This is an optimization exercise on Yosys and OpenROAD, whose aim is small area, a short achievable clock period and few clock cycles per item, not a production implementation. In this exercise RTL edits were held to simulation tests only and were not proved equivalent to the original. Power and IR drop assume default switching activity.

[design.v]
module frc_enc (
    input  wire        clk,
    input  wire        rst,
    input  wire [4:0]  cfg_depth,    
    input  wire [2:0]  cfg_ratio,    
    input  wire [1:0]  cfg_ph,       
    input  wire [1:0]  cfg_pv,       
    input  wire        in_valid,
    output wire        in_ready,
    input  wire [15:0] in_data,
    output wire        out_valid,
    input  wire        out_ready,
    output wire [31:0] out_data,
    output wire        out_last
);
    localparam M_LOAD = 2'd0;
    localparam M_EVAL = 2'd1;
    localparam M_EMIT = 2'd2;
    localparam M_SAFE = 2'd3;
    localparam P_IDLE  = 2'd0;
    localparam P_CODES = 2'd1;
    localparam P_PAD   = 2'd2;
    reg  [4:0]  depth;
    reg  [2:0]  ratio;
    reg  [1:0]  ph_lg, pv_lg;
    reg  [10:0] bt;
    always @(*) begin
        case ({depth, ratio})
            8'd64: bt = {6'd16, 5'd3};
            8'd65: bt = {6'd10, 5'd2};
            8'd66: bt = {6'd8, 5'd1};
            8'd67: bt = {6'd6, 5'd1};
            8'd68: bt = {6'd5, 5'd1};
            8'd69: bt = {6'd4, 5'd0};
            8'd70: bt = {6'd4, 5'd0};
            8'd71: bt = {6'd4, 5'd0};
            8'd72: bt = {6'd18, 5'd4};
            8'd73: bt = {6'd12, 5'd2};
            8'd74: bt = {6'd9, 5'd2};
            8'd75: bt = {6'd7, 5'd1};
            8'd76: bt = {6'd6, 5'd1};
            8'd77: bt = {6'd4, 5'd0};
            8'd78: bt = {6'd4, 5'd0};
            8'd79: bt = {6'd4, 5'd0};
            8'd80: bt = {6'd20, 5'd4};
            8'd81: bt = {6'd13, 5'd3};
            8'd82: bt = {6'd10, 5'd2};
            8'd83: bt = {6'd8, 5'd1};
            8'd84: bt = {6'd6, 5'd1};
            8'd85: bt = {6'd5, 5'd1};
            8'd86: bt = {6'd5, 5'd1};
            8'd87: bt = {6'd5, 5'd1};
            8'd88: bt = {6'd22, 5'd5};
            8'd89: bt = {6'd14, 5'd3};
            8'd90: bt = {6'd11, 5'd2};
            8'd91: bt = {6'd8, 5'd1};
            8'd92: bt = {6'd7, 5'd1};
            8'd93: bt = {6'd5, 5'd1};
            8'd94: bt = {6'd5, 5'd1};
            8'd95: bt = {6'd5, 5'd1};
            8'd96: bt = {6'd24, 5'd5};
            8'd97: bt = {6'd16, 5'd3};
            8'd98: bt = {6'd12, 5'd2};
            8'd99: bt = {6'd9, 5'd2};
            8'd100: bt = {6'd8, 5'd1};
            8'd101: bt = {6'd6, 5'd1};
            8'd102: bt = {6'd6, 5'd1};
            8'd103: bt = {6'd6, 5'd1};
            8'd104: bt = {6'd26, 5'd6};
            8'd105: bt = {6'd17, 5'd4};
            8'd106: bt = {6'd13, 5'd3};
            8'd107: bt = {6'd10, 5'd2};
            8'd108: bt = {6'd8, 5'd1};
            8'd109: bt = {6'd6, 5'd1};
            8'd110: bt = {6'd6, 5'd1};
            8'd111: bt = {6'd6, 5'd1};
            8'd112: bt = {6'd28, 5'd6};
            8'd113: bt = {6'd18, 5'd4};
            8'd114: bt = {6'd14, 5'd3};
            8'd115: bt = {6'd11, 5'd2};
            8'd116: bt = {6'd9, 5'd2};
            8'd117: bt = {6'd7, 5'd1};
            8'd118: bt = {6'd7, 5'd1};
            8'd119: bt = {6'd7, 5'd1};
            8'd120: bt = {6'd30, 5'd7};
            8'd121: bt = {6'd20, 5'd4};
            8'd122: bt = {6'd15, 5'd3};
            8'd123: bt = {6'd12, 5'd2};
            8'd124: bt = {6'd10, 5'd2};
            8'd125: bt = {6'd7, 5'd1};
            8'd126: bt = {6'd7, 5'd1};
            8'd127: bt = {6'd7, 5'd1};
            8'd128: bt = {6'd32, 5'd7};
            8'd129: bt = {6'd21, 5'd5};
            8'd130: bt = {6'd16, 5'd3};
            8'd131: bt = {6'd12, 5'd2};
            8'd132: bt = {6'd10, 5'd2};
            8'd133: bt = {6'd8, 5'd1};
            8'd134: bt = {6'd8, 5'd1};
            8'd135: bt = {6'd8, 5'd1};
            default: bt = {depth, ratio, 3'd0};    
        endcase
    end
    wire [5:0]  nwords   = bt[10:5];                   
    wire [4:0]  safe_t   = bt[4:0];
    wire [4:0]  safe_sh  = depth - safe_t;
    wire [3:0]  qmax     = (depth > 5'd16) ? 4'd15 : depth[3:0] - 4'd1;
    wire [15:0] dtop     = 16'hFFFF >> (5'd16 - depth);
    wire [15:0] dmid     = 16'd1 << (depth - 5'd1);
    wire [13:0] cnt0     = 14'd137 - {3'b0, nwords, 5'b0};
    reg  [4:0]  cph;
    reg         in_ready_r;
    reg         first;         
    reg         ld_busy;       
    reg  [6:0]  lpos;          
    reg         wr_v;
    reg  [1:0]  wr_row;
    reg  [15:0] wr_d;
    wire        acc_in   = in_valid & in_ready_r;
    wire        last_smp = (lpos == 7'd127);
    wire        blk_done;      
    wire        hdr_go;        
    assign in_ready = in_ready_r;
    reg  [511:0] ring0, ring1, ring2, ring3;
    wire [15:0]  wdat = wr_d & dtop;
    always @(posedge clk) begin
        ring0 <= {ring0[15:0], ring0[511:16]};
        ring1 <= {ring1[15:0], ring1[511:16]};
        ring2 <= {ring2[15:0], ring2[511:16]};
        ring3 <= {ring3[15:0], ring3[511:16]};
        if (wr_v) begin
            case (wr_row)
                2'd0: ring0[495:480] <= wdat;
                2'd1: ring1[495:480] <= wdat;
                2'd2: ring2[495:480] <= wdat;
                default: ring3[495:480] <= wdat;
            endcase
        end
    end
    wire [15:0] x0 = ring0[15:0];           
    wire [15:0] x1 = ring1[511:496];        
    wire [15:0] x2 = ring2[495:480];        
    wire [15:0] x3 = ring3[479:464];        
    wire [15:0] xs0 = ring0[495:480];       
    wire [15:0] xs1 = ring1[479:464];       
    wire [15:0] xs2 = ring2[463:448];       
    wire [15:0] xs3 = ring3[447:432];       
    reg  [3:0]  q_run;                       
    reg  [3:0]  qu1, qu2, qu3;
    reg  [3:0]  qm0, qm1, qm2, qm3;          
    always @(posedge clk) begin
        qu1 <= q_run; qu2 <= qu1; qu3 <= qu2;
        qm0 <= q_run; qm1 <= qu1; qm2 <= qu2; qm3 <= qu3;
    end
    reg  [159:0] hv0, hv1, hv2, hv3;
    wire [15:0]  rec0, rec1, rec2, rec3;
    always @(posedge clk) begin
        hv0 <= {hv0[143:0], rec0};
        hv1 <= {hv1[143:0], rec1};
        hv2 <= {hv2[143:0], rec2};
        hv3 <= {hv3[143:0], rec3};
    end
    function [15:0] hsel(input [159:0] hv, input [3:0] k);
        hsel = hv[k * 16 +: 16];
    endfunction
    wire [3:0]  ph_oh = 4'd1 << ph_lg;
    reg  [3:0]  as0, as1, as2, as3;         
    reg  [3:0]  cs1;                        
    reg  [7:0]  cs2, cs3;                   
    reg         bs2, bs3;                   
    reg  [1:0]  pha0, pha1, pha2, pha3;
    reg  [1:0]  pv2, pv3;
    reg  [4:0]  dep1, dep2, dep3;
    always @(posedge clk) begin
        as0 <= ph_oh; as1 <= as0; as2 <= as1; as3 <= as2;
        cs1 <= ph_oh;
        cs2 <= (pv_lg == 2'd0) ? {4'd0, ph_oh} : {ph_oh, 4'd0};
        cs3 <= cs2;
        bs2 <= (pv_lg == 2'd0); bs3 <= bs2;
        pha0 <= ph_lg; pha1 <= pha0; pha2 <= pha1; pha3 <= pha2;
        pv2 <= pv_lg; pv3 <= pv2;
        dep1 <= depth; dep2 <= dep1; dep3 <= dep2;
    end
    function [15:0] hpick4(input [159:0] hv, input [3:0] s, input [3:0] base);
        hpick4 = ({16{s[0]}} & hv[(base + 0) * 16 +: 16]) | ({16{s[1]}} & hv[(base + 1) * 16 +: 16])
               | ({16{s[2]}} & hv[(base + 3) * 16 +: 16]) | ({16{s[3]}} & hv[(base + 7) * 16 +: 16]);
    endfunction
    wire [15:0] a0 = hpick4(hv0, as0, 4'd0);
    wire [15:0] a1 = hpick4(hv1, as1, 4'd0);
    wire [15:0] a2 = hpick4(hv2, as2, 4'd0);
    wire [15:0] a3 = hpick4(hv3, as3, 4'd0);
    wire [15:0] b1 = hv0[15:0];
    wire [15:0] c1 = hpick4(hv0, cs1, 4'd1);
    wire [15:0] b2 = bs2 ? hv1[15:0] : hv0[31:16];
    wire [15:0] c2 = hpick4(hv1, cs2[3:0], 4'd1) | hpick4(hv0, cs2[7:4], 4'd2);
    wire [15:0] b3 = bs3 ? hv2[15:0] : hv1[31:16];
    wire [15:0] c3 = hpick4(hv2, cs3[3:0], 4'd1) | hpick4(hv1, cs3[7:4], 4'd2);
    wire [4:0]  col0 = cph;
    wire [4:0]  col1 = cph - 5'd1;
    wire [4:0]  col2 = cph - 5'd2;
    wire [4:0]  col3 = cph - 5'd3;
    wire        lf0 = (col0 >> pha0) == 5'd0;
    wire        lf1 = (col1 >> pha1) == 5'd0;
    wire        lf2 = (col2 >> pha2) == 5'd0;
    wire        lf3 = (col3 >> pha3) == 5'd0;
    wire        tp1 = (pv_lg != 2'd0);
    wire        tp2 = pv2[1];
    wire        tp3 = pv3[1];
    wire [15:0] p0, p1, p2, p3;
    wire        ov0, ov1, ov2, ov3, un0, un1, un2, un3;
    frc_unit u0 (.x(x0), .a(a0), .b(16'd0), .c(16'd0), .topr(1'b1), .left(lf0),
                 .q(q_run), .dep(depth), .rec(rec0), .p(p0), .ov(ov0), .un(un0));
    frc_unit u1 (.x(x1), .a(a1), .b(b1), .c(c1), .topr(tp1), .left(lf1),
                 .q(qu1), .dep(dep1), .rec(rec1), .p(p1), .ov(ov1), .un(un1));
    frc_unit u2 (.x(x2), .a(a2), .b(b2), .c(c2), .topr(tp2), .left(lf2),
                 .q(qu2), .dep(dep2), .rec(rec2), .p(p2), .ov(ov2), .un(un2));
    frc_unit u3 (.x(x3), .a(a3), .b(b3), .c(c3), .topr(tp3), .left(lf3),
                 .q(qu3), .dep(dep3), .rec(rec3), .p(p3), .ov(ov3), .un(un3));
    reg  [15:0] pr0, pr1, pr2, pr3;
    reg         or0, or1, or2, or3, ur0, ur1, ur2, ur3;
    always @(posedge clk) begin
        pr0 <= p0; pr1 <= p1; pr2 <= p2; pr3 <= p3;
        or0 <= ov0; or1 <= ov1; or2 <= ov2; or3 <= ov3;
        ur0 <= un0; ur1 <= un1; ur2 <= un2; ur3 <= un3;
    end
    wire [16:0] mw0, mw1, mw2, mw3;
    frc_mcalc mc0 (.rec(hv0[15:0]), .p(pr0), .ov(or0), .un(ur0), .q(qm0), .dep(depth), .m(mw0));
    frc_mcalc mc1 (.rec(hv1[15:0]), .p(pr1), .ov(or1), .un(ur1), .q(qm1), .dep(dep1), .m(mw1));
    frc_mcalc mc2 (.rec(hv2[15:0]), .p(pr2), .ov(or2), .un(ur2), .q(qm2), .dep(dep2), .m(mw2));
    frc_mcalc mc3 (.rec(hv3[15:0]), .p(pr3), .ov(or3), .un(ur3), .q(qm3), .dep(dep3), .m(mw3));
    reg  [16:0] mr0, mr1, mr2, mr3;
    reg  [16:0] md0a, md0b, md0c, md1a, md1b, md2a;
    always @(posedge clk) begin
        mr0 <= mw0; mr1 <= mw1; mr2 <= mw2; mr3 <= mw3;
        md0a <= mr0; md0b <= md0a; md0c <= md0b;
        md1a <= mr1; md1b <= md1a;
        md2a <= mr2;
    end
    function [5:0] fcode(input [16:0] m, input [2:0] t);
        reg [16:0] u;
        begin
            u = m >> t;
            if (u < 17'd24) fcode = {1'b0, u[4:0]};
            else            fcode = 6'd40 - {3'b0, t};
        end
    endfunction
    reg  [10:0] acc [0:7];
    reg  [7:0]  nf;
    reg  [7:0]  fs [0:7];           
    reg  [13:0] cnt0_r;
    integer t;
    wire        rstart = (cph == 5'd6);
    reg  [13:0] nsum;
    always @(posedge clk) begin
        cnt0_r <= cnt0;
        for (t = 0; t < 8; t = t + 1) begin
            fs[t] <= {2'd0, fcode(md0c, t[2:0])} + {2'd0, fcode(md1b, t[2:0])}
                   + {2'd0, fcode(md2a, t[2:0])} + {2'd0, fcode(mr3, t[2:0])};
            if (rstart)
                nsum = cnt0_r + {t[6:0], 7'd0} + {6'd0, fs[t]};
            else
                nsum = {{3{acc[t][10]}}, acc[t]} + {6'd0, fs[t]};
            acc[t] <= nsum[10:0];
            nf[t]  <= (rstart ? 1'b0 : nf[t]) || !nsum[13];
        end
    end
    function [14:0] pbest(input [14:0] l, input [14:0] r);    
        begin
            if (l[14] && (!r[14] || $signed(l[10:0]) <= $signed(r[10:0]))) pbest = l;
            else pbest = r;
        end
    endfunction
    wire [14:0] pl0 = {!nf[0], 3'd0, acc[0]};
    wire [14:0] pl1 = {!nf[1], 3'd1, acc[1]};
    wire [14:0] pl2 = {!nf[2], 3'd2, acc[2]};
    wire [14:0] pl3 = {!nf[3], 3'd3, acc[3]};
    wire [14:0] pl4 = {!nf[4], 3'd4, acc[4]};
    wire [14:0] pl5 = {!nf[5], 3'd5, acc[5]};
    wire [14:0] pl6 = {!nf[6], 3'd6, acc[6]};
    wire [14:0] pl7 = {!nf[7], 3'd7, acc[7]};
    reg  [14:0] pbh0, pbh1;
    wire [14:0] pbst = pbest(pbh0, pbh1);
    reg         pk_found;
    reg  [2:0]  pk_t;
    always @(posedge clk) begin
        if (rstart) begin
            pbh0 <= pbest(pbest(pl0, pl1), pbest(pl2, pl3));
            pbh1 <= pbest(pbest(pl4, pl5), pbest(pl6, pl7));
        end
        if (cph == 5'd7) begin
            pk_found <= pbst[14];
            pk_t     <= pbst[13:11];
        end
    end
    reg  [1:0]  mode;
    reg         cur_pass, pk_pass;
    reg  [3:0]  cur_q, pk_q;
    reg  [3:0]  qs;
    reg  [2:0]  ts;
    reg         hdr_pend;
    wire        rend = (cph == 5'd31);
    wire [6:0]  lpos_nx = lpos + {6'd0, acc_in};
    wire        load_end = acc_in & last_smp;
    always @(posedge clk) begin
        if (rst) begin
            mode     <= M_LOAD;
            cur_pass <= 1'b0;
            pk_pass  <= 1'b0;
            hdr_pend <= 1'b0;
            q_run    <= 4'd0;
        end else begin
            if (blk_done) begin
                mode <= M_LOAD;
            end else if (rend) begin
                case (mode)
                    M_LOAD: begin
                        if (load_end) begin
                            mode     <= M_EVAL;
                            pk_pass  <= cur_pass;
                            pk_q     <= 4'd0;
                            cur_pass <= 1'b1;
                            cur_q    <= cur_pass ? 4'd1 : 4'd0;
                            q_run    <= cur_pass ? 4'd1 : 4'd0;
                        end else begin
                            pk_pass  <= 1'b0;
                            cur_pass <= ld_busy && (lpos_nx == 7'd96);
                            cur_q    <= 4'd0;
                            q_run    <= 4'd0;
                        end
                    end
                    M_EVAL: begin
                        if (pk_pass && pk_found) begin
                            mode     <= M_EMIT;
                            qs       <= pk_q;
                            ts       <= pk_t;
                            q_run    <= pk_q;
                            hdr_pend <= 1'b1;
                            cur_pass <= 1'b0;
                            pk_pass  <= 1'b0;
                        end else if (pk_pass && pk_q == qmax) begin
                            mode     <= M_SAFE;
                            hdr_pend <= 1'b1;
                            cur_pass <= 1'b0;
                            pk_pass  <= 1'b0;
                        end else begin
                            pk_pass  <= cur_pass;
                            pk_q     <= cur_q;
                            cur_pass <= cur_pass && (cur_q != qmax);
                            cur_q    <= cur_q + 4'd1;
                            q_run    <= cur_q + 4'd1;
                        end
                    end
                    default: ;
                endcase
            end
            if (hdr_go) hdr_pend <= 1'b0;
        end
    end
    always @(posedge clk) begin
        if (rst) begin
            first      <= 1'b1;
            ld_busy    <= 1'b0;
            in_ready_r <= 1'b1;
            lpos       <= 7'd0;
            wr_v       <= 1'b0;
            cph        <= 5'd0;
        end else begin
            wr_v   <= acc_in;
            wr_row <= lpos[6:5];
            wr_d   <= in_data;
            if (first && acc_in) cph <= 5'd1;
            else                 cph <= cph + 5'd1;
            if (acc_in) begin
                lpos <= lpos + 7'd1;
                if (first) begin
                    first   <= 1'b0;
                    ld_busy <= 1'b1;
                    depth   <= cfg_depth;
                    ratio   <= cfg_ratio;
                    ph_lg   <= cfg_ph;
                    pv_lg   <= cfg_pv;
                end
                if (last_smp) ld_busy <= 1'b0;
            end
            if (blk_done) first <= 1'b1;
            if (acc_in)
                in_ready_r <= !last_smp;
            else if (first || blk_done)
                in_ready_r <= 1'b1;
            else if (ld_busy)
                in_ready_r <= (cph + 5'd1 == lpos[4:0]);
            else
                in_ready_r <= 1'b0;
        end
    end
    reg  [79:0] pacc;
    reg  [6:0]  fill;
    reg  [5:0]  wcnt;
    reg  [5:0]  pnw;
    reg  [1:0]  pst;
    reg  [7:0]  epos;           
    reg  [6:0]  cpos;           
    reg         creg_v, creg_end;
    reg  [40:0] creg_val;
    reg  [5:0]  creg_len;
    reg  [1:0]  fcnt;           
    reg  [32:0] f0, f1;
    wire        push_ok  = (fcnt != 2'd2);
    wire        word_rdy = (fill >= 7'd32) || (pst == P_PAD && wcnt != pnw);
    wire        push     = word_rdy && push_ok;
    wire [6:0]  fill_rm  = push ? ((fill >= 7'd32) ? fill - 7'd32 : 7'd0) : fill;
    wire [79:0] pacc_rm  = push ? {pacc[47:0], 32'd0} : pacc;
    wire        w_last   = (wcnt == pnw - 6'd1);
    wire [1:0]  erow = epos[6:5];
    wire [4:0]  ecol = epos[4:0];
    wire [4:0]  ocol = cph - 5'd2 - {3'd0, erow};
    reg  [16:0] em;
    reg  [15:0] ex;
    always @(*) begin
        case (erow)
            2'd0: begin em = mr0; ex = xs0; end
            2'd1: begin em = mr1; ex = xs1; end
            2'd2: begin em = mr2; ex = xs2; end
            default: begin em = mr3; ex = xs3; end
        endcase
    end
    wire        take   = creg_v && (fill_rm <= 7'd39);
    wire        rfail  = creg_v && !take;
    assign      hdr_go = hdr_pend && (pst == P_IDLE);
    wire        offer  = (pst == P_CODES) && !epos[7] && (ocol == ecol) &&
                         (mode == M_EMIT || mode == M_SAFE);
    assign      blk_done = take && creg_end;
    reg  [40:0] code_val;
    reg  [5:0]  code_len;
    wire [16:0] u_e   = em >> ts;
    wire [16:0] tmask = (17'd1 << ts) - 17'd1;
    always @(*) begin
        if (hdr_go) begin
            if (mode == M_SAFE) begin
                code_val = 41'd1;
                code_len = 6'd2;
            end else begin
                code_val = {31'd0, 2'b00, qs, 1'b0, ts};
                code_len = 6'd10;
            end
        end else if (mode == M_SAFE) begin
            code_val = {25'd0, ex >> safe_sh};
            code_len = {1'b0, safe_t};
        end else if (u_e < 17'd24) begin
            code_val = ((41'd1 << u_e[4:0]) - 41'd1) << ({1'b0, ts} + 4'd1) | {24'd0, em & tmask};
            code_len = u_e[5:0] + 6'd1 + {3'b0, ts};
        end else begin
            code_val = {24'hFFFFFF, em};
            code_len = 6'd41;
        end
    end
    always @(posedge clk) begin
        if (rst) begin
            creg_v <= 1'b0;
            pst    <= P_IDLE;
            epos   <= 8'd0;
        end else begin
            if (hdr_go) begin
                creg_v   <= 1'b1;
                creg_end <= 1'b0;
                pst      <= P_CODES;
                pnw      <= nwords;
                epos     <= 8'd0;
            end else if (rfail) begin
                creg_v <= 1'b0;
                epos   <= {1'b0, cpos};
            end else if (offer) begin
                creg_v   <= 1'b1;
                creg_end <= (epos == 8'd127);
                cpos     <= epos[6:0];
                epos     <= epos + 8'd1;
            end else begin
                creg_v <= 1'b0;
            end
            if (hdr_go || (!rfail && offer)) begin
                creg_val <= code_val;
                creg_len <= code_len;
            end
            if (blk_done) pst <= P_PAD;
            if (push && w_last) pst <= P_IDLE;
        end
    end
    wire [6:0]  ins_sh = 7'd80 - fill_rm - {1'b0, creg_len};
    wire [79:0] ins    = {39'd0, creg_val} << ins_sh;
    always @(posedge clk) begin
        if (rst) begin
            pacc <= 80'd0;
            fill <= 7'd0;
            wcnt <= 6'd0;
        end else begin
            pacc <= take ? (pacc_rm | ins) : pacc_rm;
            fill <= take ? fill_rm + {1'b0, creg_len} : fill_rm;
            if (push) wcnt <= wcnt + 6'd1;
            if (push && w_last) begin
                wcnt <= 6'd0;
                fill <= 7'd0;
                pacc <= 80'd0;
            end
        end
    end
    wire        pop = ov_r && out_ready;
    wire [32:0] pword = {w_last, pacc[79:48]};
    reg         ov_r;
    always @(posedge clk) begin
        if (rst) begin
            fcnt <= 2'd0;
            ov_r <= 1'b0;
        end else begin
            ov_r <= (fcnt + {1'b0, push} - {1'b0, pop}) != 2'd0;
            case ({push, pop})
                2'b10: begin
                    if (fcnt == 2'd0) f0 <= pword; else f1 <= pword;
                    fcnt <= fcnt + 2'd1;
                end
                2'b01: begin
                    f0   <= f1;
                    fcnt <= fcnt - 2'd1;
                end
                2'b11: begin
                    if (fcnt == 2'd1) f0 <= pword;
                    else begin f0 <= f1; f1 <= pword; end
                end
                default: ;
            endcase
        end
    end
    assign out_valid = ov_r;
    assign out_data  = f0[31:0];
    assign out_last  = f0[32];
endmodule
module frc_gp16 (
    input  wire [15:0] g,
    input  wire [15:0] p,
    output wire        go,
    output wire        po
);
    reg [15:0] gg, pp;
    integer i, w;
    always @(*) begin
        gg = g;
        pp = p;
        for (w = 1; w < 16; w = w * 2)
            for (i = 0; i < 16; i = i + 2 * w) begin
                gg[i + 2 * w - 1] = gg[i + 2 * w - 1] | (pp[i + 2 * w - 1] & gg[i + w - 1]);
                pp[i + 2 * w - 1] = pp[i + 2 * w - 1] & pp[i + w - 1];
            end
    end
    assign go = gg[15];
    assign po = pp[15];
endmodule
module frc_ge16 (
    input  wire [15:0] a,
    input  wire [15:0] b,
    output wire        ge
);
    wire g, p;
    frc_gp16 t (.g(a & ~b), .p(a | ~b), .go(g), .po(p));
    assign ge = g | p;
endmodule
module frc_unit (
    input  wire [15:0] x,
    input  wire [15:0] a,
    input  wire [15:0] b,
    input  wire [15:0] c,
    input  wire        topr,
    input  wire        left,
    input  wire [3:0]  q,
    input  wire [4:0]  dep,
    output wire [15:0] rec,
    output wire [15:0] p,
    output wire        ov,
    output wire        un
);
    wire [15:0] dtop = 16'hFFFF >> (5'd16 - dep);
    wire [15:0] dmid = 16'd1 << (dep - 5'd1);
    wire        ge_ab, ge_ca, ge_cb, ge_ac, ge_bc;
    frc_ge16 k0 (.a(a), .b(b), .ge(ge_ab));
    frc_ge16 k1 (.a(c), .b(a), .ge(ge_ca));
    frc_ge16 k2 (.a(c), .b(b), .ge(ge_cb));
    frc_ge16 k3 (.a(a), .b(c), .ge(ge_ac));
    frc_ge16 k4 (.a(b), .b(c), .ge(ge_bc));
    wire        c_ge  = ge_ca & ge_cb;      
    wire        c_le  = ge_ac & ge_bc;      
    wire [15:0] abc   = a + b - c;
    wire        med   = !topr && !left;
    wire        s_mid = topr && left;
    wire        s_a   = (topr && !left) || (med && ((c_ge && !ge_ab) || (!c_ge && c_le && ge_ab)));
    wire        s_b   = (!topr && left) || (med && ((c_ge && ge_ab) || (!c_ge && c_le && !ge_ab)));
    wire        s_abc = med && !c_ge && !c_le;
    assign p = ({16{s_mid}} & dmid) | ({16{s_a}} & a) | ({16{s_b}} & b) | ({16{s_abc}} & abc);
    wire [15:0] lm   = ~(16'hFFFF << q);              
    wire [15:0] h    = lm ^ {1'b0, lm[15:1]};         
    wire [16:0] y    = {1'b0, x} + {1'b0, h};
    wire [16:0] yy   = y & ~{1'b0, lm};
    wire [16:0] yy1  = yy + {1'b1, ~lm};               
    wire        ovy  = yy > {1'b0, dtop};
    wire        zy   = (yy == 17'd0);
    wire [15:0] sa   = y[15:0] | ~lm;
    wire        qz   = (q == 4'd0);
    wire        pos_a, pos_b, pos_c, pos_m;            
    frc_ge16 xa (.a(x), .b(a), .ge(pos_a));
    frc_ge16 xb (.a(x), .b(b), .ge(pos_b));
    frc_ge16 xc (.a(x), .b(abc), .ge(pos_c));
    frc_ge16 xm (.a(x), .b(dmid), .ge(pos_m));
    wire        ga, pa, gb, pb, gc, pc;
    frc_gp16 ya (.g(sa & ~a & lm), .p(sa | (~a & lm)), .go(ga), .po(pa));
    frc_gp16 yb (.g(sa & ~b & lm), .p(sa | (~b & lm)), .go(gb), .po(pb));
    frc_gp16 yc (.g(sa & ~abc & lm), .p(sa | (~abc & lm)), .go(gc), .po(pc));
    wire        sel_a = qz || ga || (pa && pos_a);
    wire        sel_b = qz || gb || (pb && pos_b);
    wire        sel_c = qz || gc || (pc && pos_c);
    wire        sel_m = qz || (y[15:0] & lm) != 16'd0 || pos_m;    
    wire        sel   = (s_a && sel_a) || (s_b && sel_b) || (s_abc && sel_c) || (s_mid && sel_m);
    wire [15:0] pl    = p & lm;
    wire [15:0] rec_a = ovy ? dtop : (yy[15:0] | pl);
    wire [15:0] rec_b = zy ? 16'd0 : (yy1[15:0] | pl);
    assign rec = sel ? rec_a : rec_b;
    assign ov  = sel && ovy;
    assign un  = !sel && zy;
endmodule
module frc_mcalc (
    input  wire [15:0] rec,
    input  wire [15:0] p,
    input  wire        ov,
    input  wire        un,
    input  wire [3:0]  q,
    input  wire [4:0]  dep,
    output wire [16:0] m
);
    wire [15:0] lm  = ~(16'hFFFF << q);
    wire [15:0] pl  = p & lm;
    wire [17:0] ru  = ov ? {1'b0, (17'd1 << dep) | {1'b0, pl}} :
                      un ? {2'b11, ~lm | pl} : {2'b00, rec};
    wire [17:0] d   = ru - {2'b00, p};
    wire [17:0] k   = $signed(d) >>> q;
    wire [17:0] k2  = {k[16:0], 1'b0};
    assign m = k[17] ? ~k2[16:0] : k2[16:0];
endmodule
[flow/run.sh]
#!/bin/bash
# The standard layout (the standard.sh: the standard synthesis, then ORFS
# floorplan to finish), with ORFS's timing repair aimed at 18.3 ns of setup
# slack instead of 0, so that it also shortens the paths that already meet
# the 25 ns clock. Constraints and clock period are the standard flow's, unchanged.
set -euo pipefail
bash standard.sh SETUP_SLACK_MARGIN=18.3 finish > flow_standard.log 2>&1
[standard.sh]
#!/bin/bash
# synth_recipe.tcl (not shown) runs the flow's synth.tcl, then flattens the netlist and writes it again
# the make line also repeats each setting of config.mk as NAME=value (left out here)
make -C /OpenROAD-flow-scripts/flow DESIGN_CONFIG=/design/flow/config.mk WORK_HOME=/design/flow/orfs CLKGATE_MAP_FILE= SYNTH_SCRIPT=/design/flow/synth_recipe.tcl "${@:-finish}"
[config.mk]
export PLATFORM = sky130hd
export DESIGN_NAME = frc_enc
export DESIGN_NICKNAME = frc_enc
export VERILOG_FILES = /design/flow/design.v
export SDC_FILE = /design/flow/constraint.sdc
export NUM_CORES = 4
export LEC_CHECK = 0
export CAP_MARGIN = 20
export CORE_MARGIN = 2
export CORE_UTILIZATION = 40
export PLACE_DENSITY = 0.6
export SLEW_MARGIN = 20
[constraint.sdc]
create_clock -name core_clock -period 25.0 [get_ports {clk}]
set_input_delay 5.0000 -clock core_clock [delete_from_list [all_inputs] [get_ports {clk}]]
set_output_delay 5.0000 -clock core_clock [all_outputs]
set_load 0.01 [all_outputs]
==> results of run 1 <==
==> cell usage in the layout (no fill, tap or decap), drive strengths merged, types with 98 or more instances in the layout <==
| cell | Yosys | layout |
|---|---|---|
| nand3 | 254 | 254 |
| dfxtp | 3256 | 3256 |
| o21ai | 770 | 770 |
| o211ai | 98 | 98 |
| xnor2 | 315 | 315 |
| a31oi | 144 | 144 |
| nand4 | 108 | 108 |
| a21oi | 689 | 689 |
| ha | 693 | 693 |
| o21a | 113 | 113 |
| xor2 | 134 | 134 |
| o22ai | 146 | 146 |
| fa | 162 | 162 |
| nor3 | 244 | 244 |
| nor2 | 880 | 880 |
| buf | 146 | 250 |
| nand2 | 1167 | 1167 |
| a22oi | 309 | 309 |
| clkbuf | 438 | 468 |
| a21o | 161 | 161 |
| and2 | 134 | 134 |
| inv | 833 | 861 |
| mux2i | 346 | 346 |
| edfxtp | 204 | 204 |
| a211oi | 137 | 137 |
| a22o | 123 | 123 |
| nor2b | 115 | 115 |
| nand2b | 137 | 137 |
==> layout make-up <==
type                            count  area (µm²)
Antenna cell                       13       32.53
Multi-Input combinational cell   8762       62540
Clock inverter                    139        1724
Timing Repair Buffer              316        2516
Inverter                          848        3206
Fill cell                       32680      189300
Tap cell                         4578        5728
Clock buffer                      467        9600
Sequential cell                  3460       71330
==> worst reg2reg max path: stages, from the launching register on <==
cell,delay (ns)
dfxtp_1,0.50
buf_4,0.29
a22oi_2,0.30
nand4_1,0.29
ha_1,0.37
inv_1,0.04
ha_1,0.24
fa_1,0.69
inv_1,0.07
maj3_1,0.35
maj3_1,0.36
maj3_1,0.40
a41oi_1,0.31
a41oi_1,0.16
o22ai_1,0.19
o211ai_1,0.14
o2111ai_1,0.12
nand4_1,0.11
maj3_1,0.39
a31o_4,0.38
or4b_1,0.58
o21ai_2,0.08
==> worst min path at each step <==
stage	cells after the start	slack (ns)	start	endpoint
floorplan	0	0.31	hv0[96]$_DFF_P_	hv0[112]$_DFF_P_
global route	0	0.26	ring2[289]$_DFF_P_	ring2[273]$_DFF_P_
global placement	0	0.31	ring0[255]$_DFF_P_	ring0[239]$_DFF_P_
finish	0	0.26	ring2[289]$_DFF_P_	ring2[273]$_DFF_P_
detailed placement	0	0.31	hv3[104]$_DFF_P_	hv3[120]$_DFF_P_
CTS	0	0.25	ring2[289]$_DFF_P_	ring2[273]$_DFF_P_
==> Yosys cell counts, types with 144 or more instances <==
cell type  number
nor2_1        875
a31oi_1       144
o22ai_1       146
a21o_1        161
a22oi_1       309
o21ai_0       736
ha_1          693
inv_1         819
mux2i_1       341
fa_1          162
edfxtp_1      204
clkbuf_1      435
nor3_1        240
dfxtp_1      3256
nand2_1      1164
nand3_1       253
a21oi_1       681
xnor2_1       314
==> sequential cells by signal (all words and copies together) (netlist names), 128 cells and up <==
name   cells
hv1      160
ring2    512
hv2      144
ring0    512
hv0      160
ring1    512
ring3    512
hv3      128
==> kinds of logic after synthesis <==
kind of cell             synth area share, %
AND/OR/NAND/NOR                        11.60
multiplexers                           4.486
buffers and inverters                  4.007
flip-flops                             51.30
adder cells (fa/ha/maj)                9.207
AO/OA/AOI/OAI                          16.55
XOR/XNOR                               2.853
==> layer usage <==
metal  part of all wire, %  GRT usage [%]
met3                   8.6          4.723
met1                    43          32.26
met5                 0.062              0
met2                    42          35.70
met4                   6.2          12.96
==> power by group through the flow <==
| stage | registers, mW | clock network [mW] | logic [mW] |
|---|---|---|---|
| 2_1_floorplan | 6.34 | 0 | 3.76 |
| 6_report | 6.50 | 5.11 | 5.18 |
| 5_1_grt | 6.53 | 5.44 | 5.66 |
| 3_3_place_gp | 6.60 | 0 | 5.01 |
| 3_5_place_dp | 6.61 | 0 | 5.02 |
| 4_1_cts | 6.49 | 5.22 | 5.05 |
==> repair_timing <==
action	CTS	global route
endpoints found under the setup margin	67	163
resized for setup	42	49
buffers inserted	0	1
==> results.json, run 1 <==
{
  "status": "no timing/DRC/antenna violations",
  "detail_route.wl_per_cell_um": 23.48,
  "netlist_area_mm2": 0.1390,
  "hold_violations": 0,
  "setup_ws_ns": 18.38,
  "yosysWarnings": 4,
  "grt_max_degree": 96,
  "grt-ovfl-total": 0,
  "grt_usage_pct": 23.84,
  "setup_viol": 0,
  "rsz0062_at_grt": "yes",
  "whs_ns": 0.2600,
  "rows": 216,
  "synth_seq_cells": 3460,
  "post-route-period-util_pct": 26.49,
  "dieWidth_um": 593.5,
  "cts-hold-fix-buffers": 0,
  "cap_viol_max_count": 0,
  "crit_path_end_kind": "output port",
  "hold_class": "reg2reg",
  "area_delta_synth_final_pct": 12.71,
  "combPwrFrac_pct": 30.9,
  "place_ws_ns": 17.62,
  "post-dp-hpwl_mm": 332.4,
  "clockBufferDepth": 4,
  "critical-path-top-delay-family": "flip-flops",
  "drt-total-wl_mm": 436.3,
  "io_pins": 67,
  "path_buf_inv": 1,
  "worst_pin_slew_ns": 1.163,
  "drive_gt1_share_pct": 8.712,
  "finalInstanceArea_mm2": 0.1567,
  "critPathMaxFanout": 1,
  "placed_area_mm2": 0.1451,
  "first_pass_iters": 6,
  "synth_edf_count": 204,
  "r2r_slack_ns": 18.51,
  "initial_utilization_pct": 40.19,
  "crit_required_ns": 20.00,
  "antenna_found_initial": 21,
  "critical_path_depth": 1,
  "drtIter0Drc": 10670,
  "max_stage_delay_ns": 0.40,
  "grt_pass1_wl_mm": 639.1,
  "grt_pass1_vias": 97120,
  "via_per_inst": 5.588,
  "endpoint": "out_data[7]",
  "vdd_ir_drop_max_v": 0.00007134,
  "synthFlopType": "dfxtp_1",
  "postLayoutCoreUtil_pct": 45.29,
  "reg2regPathDepth": 21,
  "slowest_stage": "edfxtp_1",
  "synth_top_area_cell": "dfxtp_1",
  "drc_errors": 0,
  "clk_latency_ns": 1.02,
  "period_needed_ns": 6.623,
  "synth_nets": 14540,
  "switching_share_pct": 34.48,
  "core-area_mm2": 0.3459,
  "finalPower_mw": 16.79,
  "synthTopCellsByArea": "dfxtp_1, ha_1, edfxtp_1",
  "async_reset_ff_share_pct": 0,
  "fin_tns_setup_ns": 0,
  "relSlewSlack_pct": 22.31,
  "root_buffer": "clkbuf_16",
  "final_max_slew_viol_count": 0,
  "synth_top_cell_area_share_pct": 46.89,
  "finClkSkew_ns": 0.1157,
  "path_clk_slew_ns": 0.06,
  "cts_sinks": 3460,
  "timing.rr.start": "cs3[4]$_DFF_P_",
  "pwr-share-seq_pct": 38.7,
  "p_int_mw": 11.00,
  "critPathKind": "reg2out",
  "power.leakage_nw": 63.16,
  "numCtsBuffers": 336,
  "cts_tree": "built",
  "seq_area_frac_synth_pct": 51.30,
  "crit_chain": "dlygate4sd2_1",
  "synth.avg_cell_area_um2": 10.18,
  "postRouteAntennaNets": 0,
  "power-per-cell-area_mw_per_mm2": 107.1,
  "clock.fmax_mhz": 151.0,
  "dieArea_mm2": 0.3523,
  "cp.arrival_ns": 1.62,
  "dp_cells": 17960,
  "reg2reg_to": "hv3[14]$_DFF_P_",
  "via_count": 103800,
  "fp.dieH_um": 593.5,
  "ys_types": 128,
  "port_buffers": 66,
  "cts_max_level": 5,
  "final_nets": 14610,
  "cp-start-kind": "flip-flop",
  "netlist_instances": 13650,
  "p_switching_mw": 5.788,
  "gp_congestion": 1.025,
  "pwr-share-clk_pct": 30.4,
  "cp-startpoint": "f0[7]$_DFFE_PP_",
  "final-instance-count-excl-fill": 18580
}
Testbench counts, summed over its fixed seeds: cycles 156,949, blocks 320.
==> run 2, diff against run 1 <==
--- a/design.v
+++ b/design.v
@@ -166,7 +166,8 @@
     wire [3:0]  ph_oh = 4'd1 << ph_lg;
     reg  [3:0]  as0, as1, as2, as3;         
-    reg  [3:0]  cs1;                        
-    reg  [7:0]  cs2, cs3;                   
-    reg         bs2, bs3;                   
+    reg  [3:0]  as0h, as1h, as2h, as3h;
+    reg  [3:0]  cs1, cs1h;                  
+    reg  [7:0]  cs2, cs3, cs2h, cs3h;       
+    reg         bs2, bs3, bs2h, bs3h;       
     reg  [1:0]  pha0, pha1, pha2, pha3;
     reg  [1:0]  pv2, pv3;
@@ -174,8 +175,9 @@
     always @(posedge clk) begin
         as0 <= ph_oh; as1 <= as0; as2 <= as1; as3 <= as2;
-        cs1 <= ph_oh;
+        as0h <= as0; as1h <= as1; as2h <= as2; as3h <= as3;
+        cs1 <= ph_oh; cs1h <= cs1;
         cs2 <= (pv_lg == 2'd0) ? {4'd0, ph_oh} : {ph_oh, 4'd0};
-        cs3 <= cs2;
-        bs2 <= (pv_lg == 2'd0); bs3 <= bs2;
+        cs3 <= cs2; cs2h <= cs2; cs3h <= cs3;
+        bs2 <= (pv_lg == 2'd0); bs3 <= bs2; bs2h <= bs2; bs3h <= bs3;
         pha0 <= ph_lg; pha1 <= pha0; pha2 <= pha1; pha3 <= pha2;
         pv2 <= pv_lg; pv3 <= pv2;
@@ -186,14 +188,25 @@
                | ({16{s[2]}} & hv[(base + 3) * 16 +: 16]) | ({16{s[3]}} & hv[(base + 7) * 16 +: 16]);
     endfunction
-    wire [15:0] a0 = hpick4(hv0, as0, 4'd0);
-    wire [15:0] a1 = hpick4(hv1, as1, 4'd0);
-    wire [15:0] a2 = hpick4(hv2, as2, 4'd0);
-    wire [15:0] a3 = hpick4(hv3, as3, 4'd0);
+    function [15:0] hpick(input [159:0] hv, input [3:0] sl, input [3:0] sh, input [3:0] base);
+        reg [15:0] lo, hi;
+        begin
+            lo = hpick4(hv, sl, base);
+            hi = hpick4(hv, sh, base);
+            hpick = {hi[15:8], lo[7:0]};
+        end
+    endfunction
+    function [15:0] bpick(input [15:0] u, input [15:0] v, input sl, input sh);
+        bpick = {sh ? u[15:8] : v[15:8], sl ? u[7:0] : v[7:0]};
+    endfunction
+    wire [15:0] a0 = hpick(hv0, as0, as0h, 4'd0);
+    wire [15:0] a1 = hpick(hv1, as1, as1h, 4'd0);
+    wire [15:0] a2 = hpick(hv2, as2, as2h, 4'd0);
+    wire [15:0] a3 = hpick(hv3, as3, as3h, 4'd0);
     wire [15:0] b1 = hv0[15:0];
-    wire [15:0] c1 = hpick4(hv0, cs1, 4'd1);
-    wire [15:0] b2 = bs2 ? hv1[15:0] : hv0[31:16];
-    wire [15:0] c2 = hpick4(hv1, cs2[3:0], 4'd1) | hpick4(hv0, cs2[7:4], 4'd2);
-    wire [15:0] b3 = bs3 ? hv2[15:0] : hv1[31:16];
-    wire [15:0] c3 = hpick4(hv2, cs3[3:0], 4'd1) | hpick4(hv1, cs3[7:4], 4'd2);
+    wire [15:0] c1 = hpick(hv0, cs1, cs1h, 4'd1);
+    wire [15:0] b2 = bpick(hv1[15:0], hv0[31:16], bs2, bs2h);
+    wire [15:0] c2 = hpick(hv1, cs2[3:0], cs2h[3:0], 4'd1) | hpick(hv0, cs2[7:4], cs2h[7:4], 4'd2);
+    wire [15:0] b3 = bpick(hv2[15:0], hv1[31:16], bs3, bs3h);
+    wire [15:0] c3 = hpick(hv2, cs3[3:0], cs3h[3:0], 4'd1) | hpick(hv1, cs3[7:4], cs3h[7:4], 4'd2);
     wire [4:0]  col0 = cph;
     wire [4:0]  col1 = cph - 5'd1;
==> run.sh (new file) <==
#!/bin/bash
# synth_recipe.tcl (not shown) runs the flow's synth.tcl, then flattens the netlist and writes it again
# the make line also repeats each setting of config.mk as NAME=value (left out here)
make -C /OpenROAD-flow-scripts/flow DESIGN_CONFIG=/design/flow/config.mk WORK_HOME=/design/flow/orfs CLKGATE_MAP_FILE= SYNTH_SCRIPT=/design/flow/synth_recipe.tcl finish
removed: flow/run.sh
removed: standard.sh
==> results.json, run 2 <==
{
  "netlist_area_mm2": 0.1380,
  "port_buffers": 66,
  "postRouteAntennaNets": 0,
  "min_path_cells": 0,
  "rsz0062_at_grt": "no",
  "gr-usage-met1_pct": 32.18,
  "root_buffer": "clkbuf_16",
  "r2r_slack_ns": 17.33,
  "n_fill_cell": 32440,
  "grt_pass1_wl_mm": 631.5,
  "synth_edf_count": 204,
  "crit_required_ns": 25.85,
  "hold_class": "reg2reg",
  "synth_top_cell_area_share_pct": 47.42,
  "drc_errors": 0,
  "detail_route.wl_per_cell_um": 23.24,
  "drt-total-wl_mm": 430.4,
  "path_clk_slew_ns": 0.06,
  "crit_path_end_kind": "flip-flop",
  "reg2regPathDepth": 20,
  "grt_use_met2_pct": 36.59,
  "area_delta_synth_final_pct": 12.93,
  "via_per_inst": 5.504,
  "cts_max_level": 5,
  "relSlewSlack_pct": 13.86,
  "whs_ns": 0.2676,
  "final_nets": 14560,
  "worst_pin_slew_ns": 1.292,
  "grt_usage_pct": 23.93,
  "cap_viol_max_count": 0,
  "mostFrequentLayoutCells": "dfxtp_1, nand2_1, nor2_1, inv_1, o21ai_0",
  "synthTopCellsByArea": "dfxtp_1, ha_1, edfxtp_1",
  "dieArea_mm2": 0.3497,
  "post-cts-setup-buffers": 0,
  "vdd_ir_drop_max_v": 0.00009764,
  "first_pass_iters": 10,
  "setup_viol": 0,
  "synth_top_area_cell": "dfxtp_1",
  "post-dp-hpwl_mm": 326.5,
  "placed_area_mm2": 0.1442,
  "status": "no timing/DRC/antenna violations",
  "critPathMaxFanout": 32,
  "antenna_found_initial": 29,
  "clk_latency_ns": 0.96,
  "timing.rr.start": "as0[2]$_DFF_P_",
  "power-per-cell-area_mw_per_mm2": 107.1,
  "grt_max_degree": 96,
  "initial_utilization_pct": 40.20,
  "via_count": 102000,
  "post-route-period-util_pct": 30.68,
  "async_reset_ff_share_pct": 0,
  "use_met3_pct": 4.477,
  "ys_types": 109,
  "postLayoutCoreUtil_pct": 45.40,
  "rows": 215,
  "hold_violations": 0,
  "cts-hold-fix-buffers": 0,
  "core-area_mm2": 0.3433,
  "whs_endpoint": "ring2[372]$_DFF_P_",
  "gp_congestion": 0.9932,
  "cp-start-kind": "flip-flop",
  "netlist_instances": 13590,
  "cts_sinks": 3473,
  "fin_tns_setup_ns": 0,
  "cp.arrival_ns": 8.52,
  "reg2reg_to": "hv1[12]$_DFF_P_",
  "cts_tree": "built",
  "yosysWarnings": 4,
  "grt-ovfl-total": 0,
  "synth_nets": 14480,
  "ys_top_cells_by_count": "dfxtp_1, nand2_1, nor2_1, inv_1, o21ai_0",
  "synth_seq_cells": 3473,
  "hold_path_startpoint": "ring2[388]$_DFF_P_",
  "drive_gt1_share_pct": 8.198,
  "numCtsBuffers": 337,
  "synthFlopType": "dfxtp_1",
  "post_cts_resized": 0,
  "period_needed_ns": 7.671,
  "synth.avg_cell_area_um2": 10.15,
  "finClkSkew_ns": 0.08696,
  "critPathKind": "reg2reg",
  "mostFrequentLayoutCell": "dfxtp_1",
  "grt-busiest-layer": "met2",
  "fp.dieH_um": 591.4,
  "yosysMostFrequentCell": "dfxtp_1",
  "clockBufferDepth": 4,
  "grt_pass1_vias": 96590,
  "drtIter0Drc": 10480,
  "seq_area_frac_synth_pct": 51.86,
  "io_pins": 67,
  "power.leakage_nw": 62.91,
  "finalInstanceArea_mm2": 0.1558,
  "dieWidth_um": 591.4,
  "final_max_slew_viol_count": 0,
  "clock.fmax_mhz": 130.4
}
[run 2: worst max-delay path, cell delays in order, from the launching register on]
cell	delay (ns)
dfxtp_1	0.51
a22o_1	0.31
a221oi_1	0.73
fa_1	0.58
inv_1	0.09
fa_1	0.49
maj3_2	0.34
maj3_2	0.31
maj3_2	0.31
maj3_2	0.31
maj3_2	0.31
maj3_2	0.32
maj3_2	0.31
o21a_1	0.17
maj3_2	0.32
o21ai_1	0.09
a41oi_1	0.15
o21ai_1	0.30
nand4_2	0.78
a2111oi_0	0.66
a31o_1	0.16
[run 2: layout make-up]
type / instances / area, µm² / share of cell area [%]
sequential: 3473 / 71570 / 45.93
inverter: 837 / 3142 / 2.016
antenna: 11 / 27.53 / 0.01766
clock inverter: 129 / 1623 / 1.041
tap: 4557 / 5702 / 3.659
timing repair buffer: 311 / 2550 / 1.636
multi-input combinational: 8715 / 61340 / 39.36
clock buffer: 489 / 9882 / 6.341
[run 2: report_power, final]
| group | total [mW] | internal [mW] | switching (mW) |
|---|---|---|---|
| clock network | 5.16 | 2.99 | 2.17 |
| logic | 4.99 | 1.98 | 3.01 |
| registers | 6.54 | 6.06 | 0.474 |
[run 2: worst max-delay path by stage]
| stage | cells past startpoint | to | from |
|---|---|---|---|
| 3_5_place_dp | 23 | hv1[12]$_DFF_P_ | as0h[0]$_DFF_P_ |
| 6_report | 20 | hv1[12]$_DFF_P_ | as0[2]$_DFF_P_ |
| 5_1_grt | 23 | hv1[12]$_DFF_P_ | as0h[0]$_DFF_P_ |
| 4_1_cts | 20 | hv1[12]$_DFF_P_ | as0[2]$_DFF_P_ |
| 2_1_floorplan | 6 | f1[0]$_DFFE_PP_ | out_ready |
| 3_3_place_gp | 23 | hv1[5]$_DFF_P_ | as0h[0]$_DFF_P_ |
[run 2: logic make-up after synthesis]
family,Yosys count,share of synthesized area [%]
adders and majority gates,944,9.290
muxes,468,4.433
DFF,3473,51.86
and+or+nand+nor,3459,11.47
AOI/OAI and AO/OA,3364,16.02
buffers and inverters,1404,3.875
xor gates and xnor gates,480,3.046
[run 2: layer usage]
metal,part of all wire (%),vias up
met3,8.1,989
li1,-,48070
met1,43,48610
met4,5.8,10
met2,43,4270
met5,0.018,-
[run 2: metrics by stage]
stage / instances / setup WS [ns] / power, mW
floorplan: 13590 / 16.49 / 10.02
global placement: 17890 / 17.54 / 11.48
detailed placement: 17890 / 17.46 / 11.52
CTS: 18510 / 17.41 / 16.70
global route: 18510 / 16.95 / 17.55
finish: 18520 / 17.33 / 16.69
Testbench counts of run 2, summed over its fixed seeds: cycles 156,949, blocks 320.
==> run 3, diff against run 2 <==
--- a/design.v
+++ b/design.v
@@ -153,20 +153,15 @@
         qm0 <= q_run; qm1 <= qu1; qm2 <= qu2; qm3 <= qu3;
     end
-    reg  [159:0] hv0, hv1, hv2, hv3;
+    reg  [127:0] hv0, hv1, hv2, hv3;
     wire [15:0]  rec0, rec1, rec2, rec3;
     always @(posedge clk) begin
-        hv0 <= {hv0[143:0], rec0};
-        hv1 <= {hv1[143:0], rec1};
-        hv2 <= {hv2[143:0], rec2};
-        hv3 <= {hv3[143:0], rec3};
+        hv0 <= {hv0[111:0], rec0};
+        hv1 <= {hv1[111:0], rec1};
+        hv2 <= {hv2[111:0], rec2};
+        hv3 <= {hv3[111:0], rec3};
     end
-    function [15:0] hsel(input [159:0] hv, input [3:0] k);
-        hsel = hv[k * 16 +: 16];
-    endfunction
     wire [3:0]  ph_oh = 4'd1 << ph_lg;
     reg  [3:0]  as0, as1, as2, as3;         
     reg  [3:0]  as0h, as1h, as2h, as3h;
-    reg  [3:0]  cs1, cs1h;                  
-    reg  [7:0]  cs2, cs3, cs2h, cs3h;       
     reg         bs2, bs3, bs2h, bs3h;       
     reg  [1:0]  pha0, pha1, pha2, pha3;
@@ -176,7 +171,4 @@
         as0 <= ph_oh; as1 <= as0; as2 <= as1; as3 <= as2;
         as0h <= as0; as1h <= as1; as2h <= as2; as3h <= as3;
-        cs1 <= ph_oh; cs1h <= cs1;
-        cs2 <= (pv_lg == 2'd0) ? {4'd0, ph_oh} : {ph_oh, 4'd0};
-        cs3 <= cs2; cs2h <= cs2; cs3h <= cs3;
         bs2 <= (pv_lg == 2'd0); bs3 <= bs2; bs2h <= bs2; bs3h <= bs3;
         pha0 <= ph_lg; pha1 <= pha0; pha2 <= pha1; pha3 <= pha2;
@@ -184,13 +176,13 @@
         dep1 <= depth; dep2 <= dep1; dep3 <= dep2;
     end
-    function [15:0] hpick4(input [159:0] hv, input [3:0] s, input [3:0] base);
-        hpick4 = ({16{s[0]}} & hv[(base + 0) * 16 +: 16]) | ({16{s[1]}} & hv[(base + 1) * 16 +: 16])
-               | ({16{s[2]}} & hv[(base + 3) * 16 +: 16]) | ({16{s[3]}} & hv[(base + 7) * 16 +: 16]);
+    function [15:0] hpick4(input [127:0] hv, input [3:0] s);
+        hpick4 = ({16{s[0]}} & hv[15:0]) | ({16{s[1]}} & hv[31:16])
+               | ({16{s[2]}} & hv[63:48]) | ({16{s[3]}} & hv[127:112]);
     endfunction
-    function [15:0] hpick(input [159:0] hv, input [3:0] sl, input [3:0] sh, input [3:0] base);
+    function [15:0] hpick(input [127:0] hv, input [3:0] sl, input [3:0] sh);
         reg [15:0] lo, hi;
         begin
-            lo = hpick4(hv, sl, base);
-            hi = hpick4(hv, sh, base);
+            lo = hpick4(hv, sl);
+            hi = hpick4(hv, sh);
             hpick = {hi[15:8], lo[7:0]};
         end
@@ -199,14 +191,20 @@
         bpick = {sh ? u[15:8] : v[15:8], sl ? u[7:0] : v[7:0]};
     endfunction
-    wire [15:0] a0 = hpick(hv0, as0, as0h, 4'd0);
-    wire [15:0] a1 = hpick(hv1, as1, as1h, 4'd0);
-    wire [15:0] a2 = hpick(hv2, as2, as2h, 4'd0);
-    wire [15:0] a3 = hpick(hv3, as3, as3h, 4'd0);
+    wire [15:0] a0 = hpick(hv0, as0, as0h);
+    wire [15:0] a1 = hpick(hv1, as1, as1h);
+    wire [15:0] a2 = hpick(hv2, as2, as2h);
+    wire [15:0] a3 = hpick(hv3, as3, as3h);
+    reg  [15:0] a0d1, a0d2, a1d1, a1d2, a2d1;
+    always @(posedge clk) begin
+        a0d1 <= a0; a0d2 <= a0d1;
+        a1d1 <= a1; a1d2 <= a1d1;
+        a2d1 <= a2;
+    end
     wire [15:0] b1 = hv0[15:0];
-    wire [15:0] c1 = hpick(hv0, cs1, cs1h, 4'd1);
+    wire [15:0] c1 = a0d1;
     wire [15:0] b2 = bpick(hv1[15:0], hv0[31:16], bs2, bs2h);
-    wire [15:0] c2 = hpick(hv1, cs2[3:0], cs2h[3:0], 4'd1) | hpick(hv0, cs2[7:4], cs2h[7:4], 4'd2);
+    wire [15:0] c2 = bpick(a1d1, a0d2, bs2, bs2h);
     wire [15:0] b3 = bpick(hv2[15:0], hv1[31:16], bs3, bs3h);
-    wire [15:0] c3 = hpick(hv2, cs3[3:0], cs3h[3:0], 4'd1) | hpick(hv1, cs3[7:4], cs3h[7:4], 4'd2);
+    wire [15:0] c3 = bpick(a2d1, a1d2, bs3, bs3h);
     wire [4:0]  col0 = cph;
     wire [4:0]  col1 = cph - 5'd1;
==> results.json, run 3 <==
{
  "first_pass_iters": 9,
  "detail_route.wl_per_cell_um": 23.35,
  "grt-ovfl-total": 0,
  "gp_congestion": 1.019,
  "timing.rr.start": "depth[0]$_DFFE_PP_",
  "grt_usage_pct": 23.95,
  "setup_ws_ns": 17.60,
  "min_path_cells": 0,
  "area_delta_synth_final_pct": 12.86,
  "grt-busiest-layer": "met2",
  "fp.dieH_um": 589.7,
  "via_count": 100700,
  "cp.arrival_ns": 8.27,
  "async_reset_ff_share_pct": 0,
  "post-cts-setup-buffers": 0,
  "critical-path-top-delay-family": "compound AO/OA/AOI/OAI gates",
  "post-route-period-util_pct": 29.60,
  "yosysWarnings": 4,
  "crit_required_ns": 25.87,
  "cap_viol_max_count": 0,
  "clockBufferDepth": 4,
  "period_needed_ns": 7.400,
  "synth_nets": 14360,
  "path_clk_slew_ns": 0.07,
  "hold_class": "reg2reg",
  "dieWidth_um": 589.7,
  "cts_max_level": 5,
  "hold_violations": 0,
  "vdd_ir_drop_max_v": 0.00006991,
  "path_common_cell": "o21a_1",
  "netlist_instances": 13470,
  "synth.avg_cell_area_um2": 10.19,
  "drive_gt1_share_pct": 7.933,
  "postRouteAntennaNets": 0,
  "max_stage_delay_ns": 0.65,
  "yosysMostFrequentCell": "dfxtp_1",
  "whs_endpoint": "hv1[56]$_DFF_P_",
  "grt_pass1_wl_mm": 627.4,
  "post-dp-hpwl_mm": 327.7,
  "initial_utilization_pct": 40.10,
  "synth_top_area_cell": "dfxtp_1",
  "drt-total-wl_mm": 429.6,
  "synthFlopType": "dfxtp_1",
  "rsz0062_at_grt": "no",
  "synthTopCellsByArea": "dfxtp_1, ha_1, edfxtp_1",
  "status": "no timing/DRC/antenna violations",
  "slowest_stage": "nand2_1",
  "cts_sinks": 3449,
  "synth_top_cell_area_share_pct": 47.35,
  "place_ws_ns": 17.66,
  "use_met3_pct": 4.225,
  "mostFrequentLayoutCells": "dfxtp_1, nand2_1, nor2_1, inv_1, o21ai_0",
  "ys_top_cells_by_count": "dfxtp_1, nand2_1, nor2_1, inv_1, o21ai_0",
  "core-area_mm2": 0.3422,
  "final_nets": 14440,
  "io_pins": 67,
  "mostFrequentLayoutCell": "dfxtp_1",
  "path_buf_inv": 4,
  "reg2reg_to": "hv0[4]$_DFF_P_",
  "post_cts_resized": 0,
  "dieArea_mm2": 0.3477,
  "grt_pass1_vias": 94600,
  "via_per_inst": 5.476,
  "relSlewSlack_pct": 23.87,
  "synth_edf_count": 204,
  "final_max_slew_viol_count": 0,
  "whs_ns": 0.2649,
  "root_buffer": "clkbuf_16",
  "port_buffers": 66,
  "cts_tree": "built",
  "ys_types": 118,
  "antenna_found_initial": 34,
  "hold_path_startpoint": "hv1[40]$_DFF_P_",
  "critPathKind": "reg2reg",
  "drc_errors": 0,
  "rows": 215,
  "seq_area_frac_synth_pct": 51.81,
  "critPathMaxFanout": 31,
  "cts-hold-fix-buffers": 0,
  "numCtsBuffers": 338,
  "setup_viol": 0,
  "postLayoutCoreUtil_pct": 45.25,
  "drtIter0Drc": 9897,
  "power-per-cell-area_mw_per_mm2": 105.7,
  "grt_use_met2_pct": 37.30,
  "reg2regPathDepth": 25,
  "synth_seq_cells": 3449,
  "power.leakage_nw": 63.44,
  "r2r_slack_ns": 17.60,
  "netlist_area_mm2": 0.1372,
  "cp-start-kind": "flip-flop",
  "gr-usage-met1_pct": 31.96,
  "crit_path_end_kind": "flip-flop",
  "clock.fmax_mhz": 135.1,
  "fin_tns_setup_ns": 0,
  "finClkSkew_ns": 0.1042,
  "worst_pin_slew_ns": 1.138,
  "grt_max_degree": 89,
  "clk_latency_ns": 0.97
}
==> run 3: cell families after synthesis <==
kind of cell    share of synthesized area (%)
mux                                     4.608
simple gates                            11.36
fa+ha+maj                               9.215
buf+inv                                 4.084
compound gates                          15.93
flops                                   51.81
xor+xnor                                2.993
==> run 3: cell type report <==
class,instances,area (µm²)
timing repair buffer,280,2280
sequential,3449,71090
multi-input combinational,8562,60720
inverter,915,3437
fill,32340,187300
clock inverter,134,1784
antenna,22,55.05
clock buffer,476,9781
tap,4557,5702
==> run 3: routing by layer <==
metal / vias up / share of wire (%)
met5: - / 0.0093
met4: 6 / 5.7
met3: 868 / 7.3
met2: 3778 / 44
met1: 48520 / 43
li1: 47560 / -
==> run 3: worst max-delay path by stage <==
| stage | start | to | slack [ns] | cells after the start |
|---|---|---|---|---|
| after floorplan | out_ready | f1[0]$_DFFE_PP_ | 16.49 | 6 |
| final | depth[0]$_DFFE_PP_ | hv0[4]$_DFF_P_ | 17.60 | 25 |
| after CTS | qu3[3]$_DFF_P_ | hv3[9]$_DFF_P_ | 17.84 | 22 |
| after global routing | qu3[3]$_DFF_P_ | hv3[11]$_DFF_P_ | 17.27 | 23 |
| after global placement | out_ready | f0[32]$_DFFE_PP_ | 17.73 | 7 |
| after detailed placement | out_ready | f0[3]$_DFFE_PP_ | 17.66 | 7 |
==> run 3: worst reg2reg max path, stage by stage, from the launching register on <==
cell and delay [ns]:
edfxtp_1 0.32, buf_4 0.33, clkinv_1 0.44, ha_1 0.50, nand2b_1 0.15, nor2_1 0.06, xor2_1 0.52, clkinv_1 0.50
a21oi_1 0.57, o21ai_0 0.40, inv_1 0.13, ha_1 0.24, nor2b_1 0.13, o21a_1 0.16, o21a_1 0.17, o21a_1 0.16
o21a_1 0.16, o21a_1 0.17, o21a_1 0.16, o21ai_0 0.14, a21oi_1 0.08, o31a_1 0.25, o31ai_1 0.34, nand2_1 0.65
mux2_2 0.52, mux2i_1 0.14
==> run 3: metrics by stage <==
step                      power (mW)  cells  cell area, µm²
after floorplan                9.711  13470          137200
after global placement         11.17  17760          143200
after detailed placement       11.20  17760          143200
after CTS                      16.41  18370          154800
after global routing           17.17  18390          154800
final                          16.37  18400          154900
==> run 3: power by group <==
part           leakage [nW]  internal [mW]  switching [mW]
logic                  29.6           1.87            2.88
clock network          5.64           3.00            2.18
registers              28.2           6.01           0.435
Testbench counts of run 3, summed over its fixed seeds: cycles 156,949, blocks 320.
==> run 4, diff against run 3 <==
==> flow/run.sh (new file) <==
#!/bin/bash
# The standard layout (the standard.sh: the standard synthesis, then ORFS
# floorplan to finish), with ORFS's timing repair aimed at 18.3 ns of setup
# slack instead of 0, so that it also shortens the paths that already meet
# the 25 ns clock. Constraints and clock period are the standard flow's, unchanged.
set -euo pipefail
bash standard.sh SETUP_SLACK_MARGIN=18.3 finish > flow_standard.log 2>&1
==> standard.sh (new file) <==
#!/bin/bash
# synth_recipe.tcl (not shown) runs the flow's synth.tcl, then flattens the netlist and writes it again
# the make line also repeats each setting of config.mk as NAME=value (left out here)
make -C /OpenROAD-flow-scripts/flow DESIGN_CONFIG=/design/flow/config.mk WORK_HOME=/design/flow/orfs CLKGATE_MAP_FILE= SYNTH_SCRIPT=/design/flow/synth_recipe.tcl "${@:-finish}"
removed: run.sh
==> results.json, run 4 <==
{
  "synthTopCellsByArea": "dfxtp_1, ha_1, edfxtp_1",
  "io_pins": 67,
  "fin_tns_setup_ns": 0,
  "p_int_mw": 10.86,
  "mostFrequentLayoutCells": "dfxtp_1, nand2_1, nor2_1, inv_1, o21ai_0",
  "slowest_stage": "dfxtp_4",
  "numCtsBuffers": 332,
  "hold_class": "reg2reg",
  "pwr-share-seq_pct": 39.3,
  "power.leakage_nw": 63.67,
  "whs_endpoint": "hv3[125]$_DFF_P_",
  "cp.arrival_ns": 1.60,
  "root_buffer": "clkbuf_16",
  "core-area_mm2": 0.3422,
  "dieWidth_um": 589.7,
  "area_delta_synth_final_pct": 13.23,
  "clock.fmax_mhz": 151.5,
  "path_buf_inv": 1,
  "gp_congestion": 1.028,
  "crit_chain": "clkdlybuf4s15_1",
  "synth.avg_cell_area_um2": 10.19,
  "postRouteAntennaNets": 0,
  "hold_violations": 0,
  "clk_latency_ns": 0.95,
  "critPathMaxFanout": 2,
  "period_needed_ns": 6.602,
  "synthFlopType": "dfxtp_1",
  "setup_viol": 0,
  "pwr-share-clk_pct": 31.5,
  "rsz0062_at_grt": "yes",
  "synth_nets": 14360,
  "timing.rr.start": "as2[2]$_DFF_P_",
  "critPathKind": "reg2out",
  "cp-start-kind": "flip-flop",
  "detail_route.wl_per_cell_um": 23.54,
  "yosysWarnings": 4,
  "via_count": 101000,
  "final-instance-count-excl-fill": 18420,
  "r2r_slack_ns": 18.49,
  "ys_types": 118,
  "power-per-cell-area_mw_per_mm2": 105.4,
  "cts-hold-fix-buffers": 0,
  "netlist_area_mm2": 0.1372,
  "fp.dieH_um": 589.7,
  "mostFrequentLayoutCell": "dfxtp_1",
  "initial_utilization_pct": 40.10,
  "seq_area_frac_synth_pct": 51.81,
  "synth_seq_cells": 3449,
  "synth_top_area_cell": "dfxtp_1",
  "via_per_inst": 5.482,
  "n_fill_cell": 32410,
  "finalPower_mw": 16.37,
  "clockBufferDepth": 4,
  "p_switching_mw": 5.505,
  "drc_errors": 0,
  "cap_viol_max_count": 0,
  "first_pass_iters": 9,
  "reg2reg_to": "hv2[8]$_DFF_P_",
  "max_stage_delay_ns": 0.41,
  "rows": 215,
  "placed_area_mm2": 0.1433,
  "netlist_instances": 13470,
  "synth_edf_count": 204,
  "grt_usage_pct": 24.13,
  "drive_gt1_share_pct": 8.672,
  "crit_required_ns": 20.00,
  "ys_top_cells_by_count": "dfxtp_1, nand2_1, nor2_1, inv_1, o21ai_0",
  "finClkSkew_ns": 0.08102,
  "cts_tree": "built",
  "critical-path-top-delay-family": "flip-flops",
  "post-route-period-util_pct": 26.41,
  "final_nets": 14450,
  "hold_path_startpoint": "hv3[109]$_DFF_P_",
  "synth_top_cell_area_share_pct": 47.35,
  "dp_cells": 17760,
  "finalInstanceArea_mm2": 0.1554,
  "antenna_found_initial": 37,
  "final_max_slew_viol_count": 0,
  "relSlewSlack_pct": 11.31,
  "grt_pass1_vias": 94860,
  "cts_max_level": 5,
  "vdd_ir_drop_max_v": 0.00007618,
  "yosysMostFrequentCell": "dfxtp_1",
  "port_buffers": 66,
  "min_path_cells": 0,
  "path_clk_slew_ns": 0.06,
  "post-dp-hpwl_mm": 332.3,
  "grt_pass1_wl_mm": 630.7,
  "cts_sinks": 3449,
  "switching_share_pct": 33.63,
  "drt-total-wl_mm": 433.6,
  "combPwrFrac_pct": 29.2,
  "crit_path_end_kind": "output port",
  "async_reset_ff_share_pct": 0,
  "worst_pin_slew_ns": 1.293,
  "grt-ovfl-total": 0,
  "status": "no timing/DRC/antenna violations",
  "dieArea_mm2": 0.3477,
  "drtIter0Drc": 9848,
  "grt_max_degree": 92,
  "reg2regPathDepth": 20
}
==> run 4: cell type report <==
class / count / area, µm² / share of cell area [%]
clock buffers: 467 / 9663 / 6.220
inverters: 915 / 3462 / 2.229
flip-flops and latches: 3449 / 71120 / 45.78
diodes: 26 / 65.06 / 0.04188
well taps: 4557 / 5702 / 3.670
clock inverters: 142 / 1877 / 1.208
repair buffers: 300 / 2439 / 1.570
multi-input cells: 8564 / 61020 / 39.28
==> run 4: power groups by stage <==
stage | sequential [mW] | clock (mW) | combinational [mW]
detailed placement | 6.54 | 0 | 4.66
CTS | 6.42 | 5.27 | 4.68
floorplan | 6.30 | 0 | 3.42
finish | 6.43 | 5.16 | 4.78
global route | 6.45 | 5.49 | 5.22
global placement | 6.54 | 0 | 4.63
==> run 4: logic make-up after synthesis <==
group | Yosys count | synth area share [%]
mux | 520 | 4.608
compound gates | 3286 | 15.93
fa+ha+maj | 927 | 9.215
buf+inv | 1456 | 4.084
flops | 3449 | 51.81
simple gates | 3361 | 11.36
xor+xnor | 468 | 2.993
==> run 4: layer usage <==
| layer | up-vias | share of wire (%) | global-route usage (%) |
|---|---|---|---|
| li1 | 47610 | - | - |
| met3 | 986 | 7.9 | 4.905 |
| met5 | - | 0.016 | 0 |
| met1 | 48350 | 43 | 32.24 |
| met4 | 12 | 6.0 | 12.58 |
| met2 | 4013 | 43 | 36.81 |
==> run 4: worst max path at each step <==
| stage | start | to | slack, ns | cells after the start |
|---|---|---|---|---|
| after floorplan | out_ready | f1[0]$_DFFE_PP_ | 18.28 | 6 |
| after global placement | bs3$_DFF_P_ | hv3[15]$_DFF_P_ | 17.54 | 20 |
| after detailed placement | as1[0]$_DFF_P_ | hv1[13]$_DFF_P_ | 17.62 | 19 |
| after CTS | bs3$_DFF_P_ | hv3[15]$_DFF_P_ | 18.33 | 21 |
| after global routing | acc[3][1]$_DFF_P_ | pbh0[3]$_DFFE_PP_ | 18.20 | 32 |
| final | in_ready_r$_SDFF_PP1_ | in_ready | 18.40 | 1 |
==> run 4: timing repair <==
action,4_1_cts,5_1_grt
endpoints found under the hold margin,0,0
pin swaps,1,3
cloned,1,1
endpoints found under the setup margin,104,115
buffers inserted,0,15
resized for setup,62,60
==> run 4: worst reg2reg max path: stages (launching register included) <==
cell	delay, ns
dfxtp_1	0.31
buf_4	0.24
a22oi_1	0.87
and2_1	0.58
fa_1	0.27
inv_1	0.05
ha_1	0.23
nor3_2	0.22
a21boi_1	0.40
nor3_1	0.17
or4_1	0.59
a31oi_2	0.27
nor3_1	0.10
a211oi_1	0.25
nand3_1	0.13
maj3_1	0.42
o2111a_1	0.29
nor4_4	0.27
buf_4	0.35
nand2_2	0.18
o31ai_1	0.25
==> run 4: metrics by stage <==
stage	utilization, %	hold slack [ns]	worst slack (ns)
2_1_floorplan	-	0.3096	18.28
3_3_place_gp	41.86	0.3096	17.54
3_5_place_dp	41.87	0.3121	17.62
4_1_cts	45.25	0.2557	18.33
5_1_grt	45.39	0.2671	18.20
6_report	45.40	0.2754	18.40

-- separate check: timing with driven ports --
In the flow no input, the clock included, has a driving cell. The finished layouts below were timed again as built, in two steps. Step 1: set_driving_cell puts a clkbuf_16 on clk and a buf_2 on each other input, an assumption about the parent block. Step 2 also shifts input and output timing later by t, the mid clock arrival at the registers, as if the neighbouring blocks saw the same clock. Slacks: ideal ports / drivers / drivers and shift; pairs: ideal ports / drivers.
| run | t, ns | setup slack, ns |
|---|---|---|
| run 1 | 1.036 | 18.377 / 18.290 / 17.576 |
| run 2 | 1.026 | 17.329 / 17.329 / 17.329 |
| run 3 | 1.030 | 17.600 / 17.600 / 17.600 |
| run 4 | 1.020 | 18.398 / 18.292 / 17.496 |
After both steps every run listed still meets setup and hold.
